Background: an optimization exercise with open tools, aiming at small area, a short achievable clock period and few clock cycles per item. Do not read the settings as production practice. The RTL was checked by simulation tests, not by an equivalence proof against the original design.

==> branch ember <==
Design aes_core, start of the top module:
module aes_core (
    input  wire         clk,
    input  wire         rst,         
    input  wire         in_valid,
    output wire         in_ready,
    input  wire         in_aes256,   
    input  wire [255:0] in_key,
    input  wire [127:0] in_block,
    output wire         out_valid,
    input  wire         out_ready,
    output wire [127:0] out_block
);
Settings: LEC_CHECK=0, CAP_MARGIN=20, CORE_MARGIN=2, CORE_UTILIZATION=20, PLACE_DENSITY=0.3, SETUP_SLACK_MARGIN=5.0, SLEW_MARGIN=20, SYNTH_HIERARCHICAL=1, SYNTH_MINIMUM_KEEP_SIZE=0; clock period 8.5 ns.
run.sh (not shown) runs the stock make flow with config.mk's settings and CLKGATE_MAP_FILE= SYNTH_SCRIPT=/design/flow/synth_recipe.tcl, a recipe that flattens the netlist after the stock synthesis.
==> branch delta: changes against branch ember <==
--- a/flow/config.mk
+++ b/flow/config.mk
@@ -7,8 +7,8 @@
 export LEC_CHECK = 0
 export CAP_MARGIN = 20
 export CORE_MARGIN = 2
-export CORE_UTILIZATION = 20
-export PLACE_DENSITY = 0.3
+export CORE_UTILIZATION = 50
+export PLACE_DENSITY = 0.6
 export SETUP_SLACK_MARGIN = 5.0
 export SLEW_MARGIN = 20
 export SYNTH_HIERARCHICAL = 1
==> summary.txt <==
Status
  – Status: no timing/DRC/antenna violations

Drt
  – Avg WL per Cell: 26.4 microns
  – Met2 routed WL: 159,000 microns

STA
  – Hold WS: 311 ps
  – Worst clock skew: 57.3 ps
  – Final min period: 3950 ps

Finish
  – Clkbuf count: 199
  – NonClk Buf Share: 16.0%
  – Final net count: 8,955
  – Layout cells sized above 1: 39.8%
  – Layout area overhead: 68.5%

Clocking
  – Inserted Clock Buffers: 142

Placed design
  – Placed cells: 11.6k

Worst setup path
  – R2r endpoint: ob[12]$_DFFE_PP_
  – Crit-path cells: xor2_4 -> xor2_2 -> xor2_1 -> nand2_1 -> xor2_2 -> xnor2_2 -> xor2_1 -> xor2_1 -> buf_4 -> xor2_4 -> xnor2_2 -> xnor2_1 -> nor2_1 -> a21oi_2 -> buf_6 -> xnor2_4 -> mux2_4 -> buf_12

Worst hold path
  – WHS Endpoint: KP[238]$_DFF_P_
That was branch ember.
==> summary.txt <==
Drt
  – Avg WL per Cell: approximately 28 microns

STA
  – Final min period: about 4200 ps
  – Worst clock skew: 37.0 ps

Status
  – Status: no timing/DRC/antenna violations

Clocking
  – Inserted Clock Buffers: approximately 110

Worst setup path
  – Crit-path cells: xor2_4 -> xor2_2 -> xor2_1 -> nand2_1 -> xor2_2 -> xnor2_2 -> xor2_1 -> xor2_1 -> buf_6 -> xnor2_4 -> xnor2_2 -> buf_4 -> xor2_2 -> nand2_1 -> xnor2_1 -> a21oi_1
  – R2r endpoint: X[10]$_DFF_P_

Placed design
  – Placed cells: between 8k and 9k

Finish
  – Final net count: 8,770
  – Layout area overhead: 56.2%
That was branch delta.
Testbench counts of branch ember, summed over its fixed seeds: cycles 23,660, blocks 1,920.
Testbench counts of branch delta, summed over its fixed seeds: cycles 23,660, blocks 1,920.


==> 01-07 <==
aes_core, a different RTL version from the one above (not shown whole).
Settings: LEC_CHECK=0, CAP_MARGIN=20, CORE_MARGIN=2, CORE_UTILIZATION=50, PLACE_DENSITY=0.6, SETUP_SLACK_MARGIN=5.0, SLEW_MARGIN=20, SYNTH_HIERARCHICAL=1, SYNTH_MINIMUM_KEEP_SIZE=0, TNS_END_PERCENT=5; clock period 8.5 ns.
standard.sh (not shown) runs the stock make flow with config.mk's settings and CLKGATE_MAP_FILE= SYNTH_SCRIPT=/design/flow/synth_recipe.tcl, a recipe that flattens the netlist after the stock synthesis.
==> flow/flow/run.sh <==
#!/bin/bash
set -euo pipefail
bash standard.sh "BUFFER_PORTS_ARGS=-buffer_cell sky130_fd_sc_hd__buf_2" "SETUP_SLACK_MARGIN=5.3" finish > flow_make.log 2>&1
==> inputs of 02-23, as changes to 01-07 <==
==> flow/run.sh (new file) <==
#!/bin/bash
# synth_recipe.tcl (not shown) runs the flow's synth.tcl, then flattens the netlist and writes it again
# the make line also repeats each setting of config.mk as NAME=value (left out here)
make -C /OpenROAD-flow-scripts/flow DESIGN_CONFIG=/design/flow/config.mk WORK_HOME=/design/flow/orfs CLKGATE_MAP_FILE= SYNTH_SCRIPT=/design/flow/synth_recipe.tcl finish
removed: flow/flow/run.sh
removed: flow/standard.sh
==> run notes <==
* Sequential share of cell area at 24.3%
* Vias at 56,900
* Worst setup margin at 4970 ps
* Met2 Wirelength at 124 mm
* Outcome: complete, no violations
* Placed Area at 75,600 µm²
* Initial antenna violation count at 10
* Peak Freq at 284 MHz
* Dpl cells at 10,100
* Critical path origin: KP[249]
* R2r endpoint: X[25]
* Drt wl/cell at 26.0 µm
* Worst EP arrival at 4230 ps
* Most frequent cells in the layout: xor2_1, nand2_1, dfxtp_1
The numbers above come from 01-07.

==> run notes <==
* Drt wl/cell at about 26 µm
* Dpl cells at between 10,000 and 15,000
* Peak Freq at 267 MHz
* Initial Util at 50.5%
* Critical path origin: PU[114]
* Placed Area at 78,000 µm²
* Vias at 55,900
* Largest net degree at the start of global routing at between 150 and 200
* Sequential share of cell area at 24.4%
* Worst setup margin at 4760 ps
* Most frequent cells in the layout: xor2_1, nand2_1, dfxtp_1
* Initial antenna violation count at 11
* Outcome: complete, no violations
The numbers above come from 02-23.

Testbench counts of 01-07, summed over its fixed seeds: cycles 23,660, blocks 1,920.
Testbench counts of 02-23, summed over its fixed seeds: cycles 23,660, blocks 1,920.

-- separate check: timing with driven ports --
No port has a modelled driver above. Below, the same layouts with a new extraction and two added sets of constraints.
Step 1, drivers: a clkbuf_16 drives clk and a buf_2 each remaining input, both assumed.
Step 2 times the ports against the registers' clock, not the clock port: input delays grow and output delays shrink by t, the midpoint of the rising clock arrivals with the driver on.
a / b / c = no drivers / after step 1 / after step 2; a / b = the first two.
run	shift t [ns]	setup slack, ns	clock arrival spread, ns	worst data-port slew with drivers (ns)
branch ember	0.929	4.550 / 4.550 / 4.550	0.064 / 0.064	0.11
branch delta	0.852	4.252 / 4.252 / 4.252	0.040 / 0.040	0.12
01-07	0.835	4.973 / 4.973 / 4.973	0.033 / 0.033	0.06
02-23	0.859	4.761 / 4.761 / 4.761	0.031 / 0.030	0.11
After both steps setup and hold are still met in every run listed.
